This is an optimization exercise on Yosys and OpenROAD, whose aim is small area and a short achievable clock period, not a production implementation.
RTL that was checked went through simulation tests only; none was proved equivalent to the original.

==> trial 26 <==
// yrc_lane_coder
module yrc_lane_coder (
    input             clk,
    input             rst,
    input      [4:0]  cfg_bits,    
    input      [3:0]  cfg_thr,     
    input             in_valid,
    input             in_first,    
    input             in_eol,      
    input             in_plane,    
    input      [15:0] in_x,        
    input      [15:0] in_a,        
    input      [15:0] in_b,        
    input      [15:0] in_c,        
    input      [15:0] in_d,        
    output reg        out_valid,
    output reg [5:0]  out_len,     
    output reg [55:0] out_bits     
);
    localparam NCTX = 82;           
    function [7:0] enc;
        input integer n;
        integer p, r, q1, q2;
        begin
            p = n / 41;
            r = n % 41;
            if (r < 5) begin
                q1 = 0; q2 = r;
            end else begin
                q1 = (r - 5) / 9 + 1;
                q2 = (r - 5) % 9 - 4;
            end
            enc = {p[0], q1[2:0], (q2 < 0) ? 1'b1 : 1'b0, (q2 < 0) ? -q2[2:0] : q2[2:0]};
        end
    endfunction
    function [9:0] satwrap;
        input [15:0] v;
        input [15:0] mx;
        input [15:0] bs;
        reg   [15:0] w;
        begin
            w = (v & mx) | ((|(v & bs)) ? ~mx : 16'd0);
            satwrap = (w[15:8] == {8{w[8]}}) ? {w[8], w[8:0]} : (w[15] ? 10'h200 : 10'h0ff);
        end
    endfunction
    reg        v0, f0, eol0, p0;
    reg [15:0] x0, a0, b0, c0, d0;
    reg [4:0]  cfg_b;
    reg [3:0]  cfg_t;
    always @(posedge clk) begin
        v0    <= rst ? 1'b0 : in_valid;
        f0    <= in_first;
        eol0  <= in_eol;
        p0    <= in_plane;
        x0    <= in_x;
        a0    <= in_a;
        b0    <= in_b;
        c0    <= in_c;
        d0    <= in_d;
  ...
==> flow/config.mk <==
export PLATFORM = sky130hd
export DESIGN_NAME = yrc_lane_coder
export DESIGN_NICKNAME = yrc_lane_coder
export VERILOG_FILES = /design/flow/design.v
export SDC_FILE = /design/flow/constraint.sdc
export NUM_CORES = 8
export LEC_CHECK = 0
export CAP_MARGIN = 20
export CORE_MARGIN = 2
export CORE_UTILIZATION = 55
export CTS_CLUSTER_DIAMETER = 80
export CTS_CLUSTER_SIZE = 25
export SETUP_SLACK_MARGIN = 1.5
export SLEW_MARGIN = 20
==> flow/constraint.sdc <==
create_clock -name core_clock -period 36.0 [get_ports {clk}]
set_input_delay 7.2000 -clock core_clock [delete_from_list [all_inputs] [get_ports {clk}]]
set_output_delay 7.2000 -clock core_clock [all_outputs]
set_load 0.01 [all_outputs]
standard.sh (not shown) runs the stock make flow with config.mk's settings and CLKGATE_MAP_FILE= SYNTH_SCRIPT=/design/flow/synth_recipe.tcl, a recipe that flattens the netlist after the stock synthesis.
==> flow/flow/run.sh <==
#!/bin/bash
# Layout: the standard ORFS flow (standard.sh) with two changes:
# - repair_timing is asked for a setup slack of 27.5 ns at the design's 36 ns
#   clock (an achieved period of about 8.5 ns) instead of the default 1.5 ns;
# - after global route, post_grt.tcl repairs max slew and capacitance again.
# Synthesis, floorplan, power grid, placement, CTS and routing are otherwise
# the standard flow. Full output in standard.log (ORFS's own logs are under
# orfs/logs).
set -euo pipefail
cd "$(dirname "$0")/.."
bash standard.sh SETUP_SLACK_MARGIN=27.5 POST_GLOBAL_ROUTE_TCL="$PWD/flow/post_grt.tcl" finish > standard.log 2>&1
==> flow/flow/post_grt.tcl <==
log_cmd estimate_parasitics -global_routing
log_cmd global_route -start_incremental
log_cmd repair_design -slew_margin 30 -cap_margin 30 -match_cell_footprint -verbose
log_cmd detailed_placement
log_cmd global_route -end_incremental
log_cmd estimate_parasitics -global_routing
write_guides $::env(RESULTS_DIR)/route.guide
==> inputs of build 31, as changes to trial 26 <==
--- a/flow/design.v
+++ b/flow/design.v
@@ -35,15 +35,15 @@
     function [9:0] satwrap;
         input [15:0] v;
         input [15:0] mx;
         input [15:0] bs;
         reg   [15:0] w;
         begin
             w = (v & mx) | ((|(v & bs)) ? ~mx : 16'd0);
-            satwrap = (w[15:8] == {8{w[8]}}) ? {w[8], w[8:0]} : (w[15] ? 10'h200 : 10'h0ff);
+            satwrap = (w[15:8] == {8{w[8]}}) ? {w[8], w[8:0]} : (w[15] ? 10'h300 : 10'h0ff);
         end
     endfunction
     reg        v0, f0, eol0, p0;
     reg [15:0] x0, a0, b0, c0, d0;
     reg [4:0]  cfg_b;
     reg [3:0]  cfg_t;
     always @(posedge clk) begin
@@ -59,20 +59,20 @@
         cfg_b <= cfg_bits;
         cfg_t <= cfg_thr;
     end
     wire [16:0] full_c = 17'd1 << cfg_b;
     wire [16:0] maxv_c = full_c - 17'd1;
     wire [15:0] maxv1  = maxv_c[15:0];                
     wire [15:0] bsel1  = 16'd1 << (cfg_b - 5'd1);     
-    reg  [15:0] maxv;
-    reg  [15:0] bsel;
-    always @(posedge clk) begin
-        maxv <= maxv1;
-        bsel <= bsel1;
-    end
+    reg  [4:0]  cfg_b3;
+    always @(posedge clk)
+        cfg_b3 <= cfg_b;
+    wire [16:0] maxv_c3 = (17'd1 << cfg_b3) - 17'd1;
+    wire [15:0] maxv   = maxv_c3[15:0];
+    wire [15:0] bsel   = 16'd1 << (cfg_b3 - 5'd1);
     wire [31:0] ainit_raw = ({15'd0, full_c} + 32'd32) >> 6;
     wire [31:0] ainit_c   = (ainit_raw < 32'd2) ? 32'd2 : ainit_raw;
     wire [20:0] a_init = ainit_c[20:0];
     wire fresh1 = v0 & f0;
     wire [17:0] t1 = 18'd1 << cfg_t;
     wire [17:0] t2 = t1 << 2;
     wire [17:0] t3 = t1 << 4;
@@ -107,21 +107,21 @@
     wire        c_le_b = dcb[16] | zcb;
     wire        m_min  = c_ge_a & c_ge_b;
     wire        m_max  = c_le_a & c_le_b & !m_min;
     wire        m_a    = m_min ? a_lt_b : m_max ? !a_lt_b : 1'b0;
     wire        m_b    = (m_min | m_max) & !m_a;
     wire [15:0] abc    = b0 - dca[15:0];
     wire [15:0] med1   = m_a ? a0 : m_b ? b0 : abc;
-    wire [15:0] y1     = x0 - med1;
-    wire [15:0] zz1  = (y1 ^ {16{neg1}}) + {15'd0, neg1};
-    wire [15:0] hd1   = maxv1 - med1;
-    wire [7:0]  medlo = (med1 > 16'd128) ? 8'd128 : med1[7:0];
-    wire [7:0]  hdlo  = (hd1  > 16'd128) ? 8'd128 : hd1[7:0];
-    wire [6:0]  medhi = (med1 > 16'd127) ? 7'd127 : med1[6:0];
-    wire [6:0]  hdhi  = (hd1  > 16'd127) ? 7'd127 : hd1[6:0];
+    wire [15:0] zz1  = neg1 ? (med1 - x0) : (x0 - med1);
+    wire        med_lt128 = (med1[15:7] == 9'd0);
+    wire        hd_lt128  = &(med1[15:7] | ~maxv1[15:7]);
+    wire [7:0]  medlo = med_lt128 ? med1[7:0]   : 8'd128;
+    wire [7:0]  hdlo  = hd_lt128  ? ~med1[7:0]  : 8'd128;
+    wire [6:0]  medhi = med_lt128 ? med1[6:0]   : 7'd127;
+    wire [6:0]  hdhi  = hd_lt128  ? ~med1[6:0]  : 7'd127;
     wire [7:0]  lom1  = neg1 ? hdlo : medlo;      
     wire [6:0]  hi1   = neg1 ? medhi : hdhi;
     wire [15:0] eb1   = x0 ^ {16{neg1}};
     wire [9:0]  es_b1 = satwrap(eb1, maxv1, bsel1);
     wire [9:0]  es_a1 = satwrap(eb1 + 16'd1, maxv1, bsel1);
     reg        v3, f3;
     reg [7:0]  idx3;
@@ -227,15 +227,15 @@
                     run_len = 5'd1;
                     run_val = 15'd1;
                 end
             end
             run_d = !eol3;
         end else if (interrupt) begin
             run_len = 5'd1 + {1'b0, jr};
-            run_val = cnt_eff & (run_pow[14:0] - 15'd1);
+            run_val = cnt_eff;       
             if (ri_in > 5'd0) ri_d = ri_in - 5'd1;
         end
     end
     always @(posedge clk) begin
         if (rst) begin
             run_q <= 1'b0;
             ri_q  <= 5'd0;
@@ -251,67 +251,63 @@
     assign we3 = v3 & !hit;
     wire [5:0]        cN  = cnb3[19:14];       
     wire [5:0]        cB6 = cnb3[13:8];        
     wire signed [7:0] cC  = cnb3[7:0];
     wire signed [6:0] cBs = {|cB6, cB6};
     wire              half = (cN == 6'd0);
     wire [6:0]        n2   = half ? 7'd33 : ({1'b0, cN} + 7'd1);
-    wire        b8    = (cfg_b == 5'd8);
+    wire        b8    = (cfg_b3 == 5'd8);
     wire [7:0]  hmask = maxv[15:8];           
     wire [7:0]  hsel  = bsel[15:8];           
     function [2:0] hflags;
         input [7:0] h;
         input [7:0] hm;
         input [7:0] hs;
         begin
             hflags = {h[0], ((h ^ {8{h[0]}}) & hm) == 8'd0, |(h & hs)};
         end
     endfunction
     wire        below = ($signed({cC[7], cC}) + $signed({1'b0, lom3})) < 9'sd0;
     wire        above = cC > $signed({1'b0, hi3});
     wire [15:0] eb    = x3 ^ {16{neg3}};
-    wire [15:0] ea    = eb + 16'd1;
     wire [8:0]  l9    = {1'b0, zz3[7:0]} - {1'b0, cC[7:0]};
     wire [7:0]  hz    = zz3[15:8];
     wire [2:0]  fl_m  = hflags(hz - 8'd1, hmask, hsel);
     wire [2:0]  fl_0  = hflags(hz, hmask, hsel);
     wire [2:0]  fl_p  = hflags(hz + 8'd1, hmask, hsel);
     wire [2:0]  fl    = (!cC[7] &  l9[8]) ? fl_m :
                         ( cC[7] & !l9[8]) ? fl_p : fl_0;
     wire [9:0]  es_n  = b8    ? {l9[7], l9[7], l9[7:0]} :
                         fl[1] ? {fl[2], fl[2], l9[7:0]} :
-                        (fl[0] ? 10'h200 : 10'h0ff);
+                        (fl[0] ? 10'h300 : 10'h0ff);
     wire signed [9:0] es = below ? es_b : above ? es_a : es_n;
     wire signed [9:0] sbs  = {{3{cBs[6]}}, cBs};
-    wire signed [9:0] sn2  = {3'd0, n2};
-    wire signed [9:0] th_le  = (half ? -10'sd65  : -sn2)       - sbs;
-    wire signed [9:0] th_le2 = (half ? -10'sd131 : -(sn2 <<< 1)) - sbs;
-    wire signed [9:0] th_gt  = (half ? 10'sd1    : 10'sd0)     - sbs;
-    wire signed [9:0] th_gt2 = (half ? 10'sd67   : sn2)        - sbs;
-    wire        le  = es <= th_le;
-    wire        le2 = es <= th_le2;
-    wire        gt  = es > th_gt;
-    wire        gt2 = es > th_gt2;
-    wire [6:0]  n2h  = half ? 7'd66 : n2;
-    wire [6:0]  k_0  = {cBs[6], cB6};
-    wire [6:0]  k_le = k_0 + n2h;
-    wire [6:0]  k_gt = k_0 - n2h;
-    wire [6:0]  v_0  = es[6:0] + k_0;
-    wire [6:0]  v_le = es[6:0] + k_le;
-    wire [6:0]  v_gt = es[6:0] + k_gt;
-    wire [5:0]  t_0  = half ? v_0[6:1]  : v_0[5:0];
-    wire [5:0]  t_le = half ? v_le[6:1] : v_le[5:0];
-    wire [5:0]  t_gt = half ? v_gt[6:1] : v_gt[5:0];
+    wire signed [9:0] n2h  = half ? 10'sd66  : {3'd0, n2};
+    wire signed [9:0] n2d  = half ? 10'sd131 : {2'd0, n2, 1'b0};
+    wire signed [9:0] s_0  = es + sbs;                   
+    wire signed [9:0] s_le = es + (sbs + n2h);           
+    wire signed [9:0] s_l2 = es + (sbs + n2d);           
+    wire signed [9:0] s_gt = es + (sbs - n2h);           
+    wire        z_le = (s_le[9:1] == 9'd0);
+    wire        le   = s_le[9] | (z_le & (half | !s_le[0]));      
+    wire        le2  = s_l2[9] | (s_l2 == 10'sd0);                
+    wire        gt   = !s_0[9] & ((s_0[9:1] != 9'd0) | (!half & s_0[0]));    
+    wire        gt2  = !s_gt[9] & ((s_gt[9:1] != 9'd0) | (!half & s_gt[0]));  
+    wire [5:0]  t_0  = half ? s_0[6:1]  : s_0[5:0];
+    wire [5:0]  t_le = half ? s_le[6:1] : s_le[5:0];
+    wire [5:0]  t_gt = half ? s_gt[6:1] : s_gt[5:0];
     wire [5:0]  t_lo = 6'd1 - n2[5:0];
     wire [5:0]  bs_upd = le ? (le2 ? t_lo : t_le) : gt ? (gt2 ? 6'd0 : t_gt) : t_0;
     wire [7:0]  c_dec = (cC == -8'sd128) ? cC : cC - 8'sd1;
     wire [7:0]  c_inc = (cC ==  8'sd127) ? cC : cC + 8'sd1;
     wire [7:0]  c_upd = le ? c_dec : gt ? c_inc : cC;
     assign new3 = {n2[5:0], bs_upd, c_upd};
-    wire [15:0] e0 = below ? eb : above ? ea : (zz3 - {{8{cC[7]}}, cC});
+    wire        clamp = below | above;
+    wire [8:0]  ncc   = -{cC[7], cC};
+    wire [15:0] e0 = (clamp ? eb : zz3) + (clamp ? {15'd0, above} : {{7{ncc[8]}}, ncc});
     wire        esg = |(e0 & bsel);
     wire [15:0] e   = (e0 & maxv) | (esg ? ~maxv : 16'd0);
     wire [16:0] mm3 = {e, 1'b0} ^ {17{e[15]}};
     wire        fwd3 = we4 && (idx4 == idx3);
     wire [20:0] a3   = fresh3 ? a_init : fwd3 ? a_new4 : a_rd;
     reg        reg4;
     reg [6:0]  nfull4;
@@ -380,17 +376,17 @@
         rlen5 <= rlen4;
         rval5 <= rval4;
     end
     wire [16:0] mk5    = m5 >> k5;
     wire        escape = (mk5 >= 17'd24);
     wire [16:0] low_mask = (17'd1 << k5) - 17'd1;
     wire [5:0]  rg_len = !reg5 ? 6'd0 :
-                         escape ? (6'd24 + {1'b0, cfg_b}) : (mk5[5:0] + 6'd1 + {1'b0, k5});
+                         escape ? (6'd24 + {1'b0, cfg_b3}) : (mk5[5:0] + 6'd1 + {1'b0, k5});
     wire [16:0] rg_val = !reg5 ? 17'd0 :
-                         escape ? {1'b0, m5[15:0] & maxv}
+                         escape ? {1'b0, m5[15:0]}      
                                 : ((17'd1 << k5) | (m5 & low_mask));
     wire [55:0] code     = ({41'd0, rval5} << rg_len) | {39'd0, rg_val};
     wire [5:0]  code_len = {1'b0, rlen5} + rg_len;
     always @(posedge clk) begin
         out_valid <= v5;
         out_len   <= code_len;
         out_bits  <= code;
==> flow/flow/run.sh (replaced) <==
#!/bin/bash
# Layout: the standard ORFS flow (standard.sh, synth_recipe.tcl) with these
# changes:
# - synthesis maps adders with Yosys's own Brent-Kung carry chain instead of
#   ORFS's Kogge-Stone one (SYNTH_OPERATIONS_ARGS), and leaves them to ABC
#   instead of fixed half/full-adder cells (no ADDER_MAP_FILE); registers and
#   their names are those of the standard synthesis;
# - the port buffers are buf_1 cells (resized later where timing needs it);
# - CTS clusters 25 sinks within 80 um and inserts no dummy loads;
# - repair_timing is asked for a setup slack of 27.8 ns at the design's 36 ns
#   clock (an achieved period of about 8.2 ns) instead of the default 1.5 ns;
# - after global route, post_grt.tcl repairs max slew and capacitance again.
# Floorplan, power grid, placement and routing are otherwise the standard
# flow. Full output in standard.log (ORFS's own logs are under orfs/logs).
set -euo pipefail
cd "$(dirname "$0")/.."
bash standard.sh SYNTH_OPERATIONS_ARGS=-noshare ADDER_MAP_FILE= \
  BUFFER_PORTS_ARGS="-buffer_cell sky130_fd_sc_hd__buf_1" \
  CTS_ARGS="-sink_clustering_enable -repair_clock_nets -sink_clustering_size 25 -sink_clustering_max_diameter 80 -dont_use_dummy_load" \
  SETUP_SLACK_MARGIN=27.8 POST_GLOBAL_ROUTE_TCL="$PWD/flow/post_grt.tcl" \
  finish > standard.log 2>&1
==> flow/flow/post_grt.tcl (replaced) <==
log_cmd estimate_parasitics -global_routing
log_cmd global_route -start_incremental
log_cmd repair_design -slew_margin 15 -cap_margin 15 -match_cell_footprint -verbose
log_cmd detailed_placement
log_cmd global_route -end_incremental
log_cmd estimate_parasitics -global_routing
write_guides $::env(RESULTS_DIR)/route.guide
CAP_MARGIN = 0   (was 20)
CORE_UTILIZATION = 60   (was 55)
SLEW_MARGIN = 0   (was 20)
==> results.json <==
{
  "yosysSeqAreaShare_pct": 70.4,
  "synth_cell_types": 127,
  "status": "no timing/DRC/antenna violations",
  "multi_input_cells": 6483,
  "synth_top_area_share_pct": 64.8,
  "cts.sinks": 3797,
  "dieWidth_um": 513
}
[end of results for build 31]
==> results.json <==
{
  "status": "no timing/DRC/antenna violations",
  "synth_top_area_share_pct": 62.8,
  "dieWidth_um": 545,
  "multi_input_cells": 6831,
  "fin_nets": 12310,
  "cts.sinks": 3826,
  "path_cells": "buf_6",
  "synth_cell_types": 120
}
[end of results for trial 26]
Only the layout flow was run in build 31; the RTL was not checked for function there.

==> port drivers added, routing unchanged <==
No port has a modelled driver above. Below, the same layouts with a new extraction and two added sets of constraints.
Step 1: set_driving_cell puts a clkbuf_16 on clk and a buf_2 on each other input, an assumption about the parent block.
Step 2 moves the port delays by t, midway between the first and last clock arrival at a register: inputs arrive t later, outputs are due t later. That takes back most of the time a late clock gives input paths.
Three values: no drivers, after step 1, after step 2; two values: the first two.
| run | t, ns | setup slack, ns | hold WS [ns] |
|---|---|---|---|
| trial 26 | 1.007 | 27.429 / 27.330 / 27.720 | 0.319 / 0.319 / 0.319 |
| build 31 | 0.976 | 27.452 / 27.344 / 27.736 | 0.325 / 0.325 / 0.325 |
After both steps setup and hold are still met in every run listed.
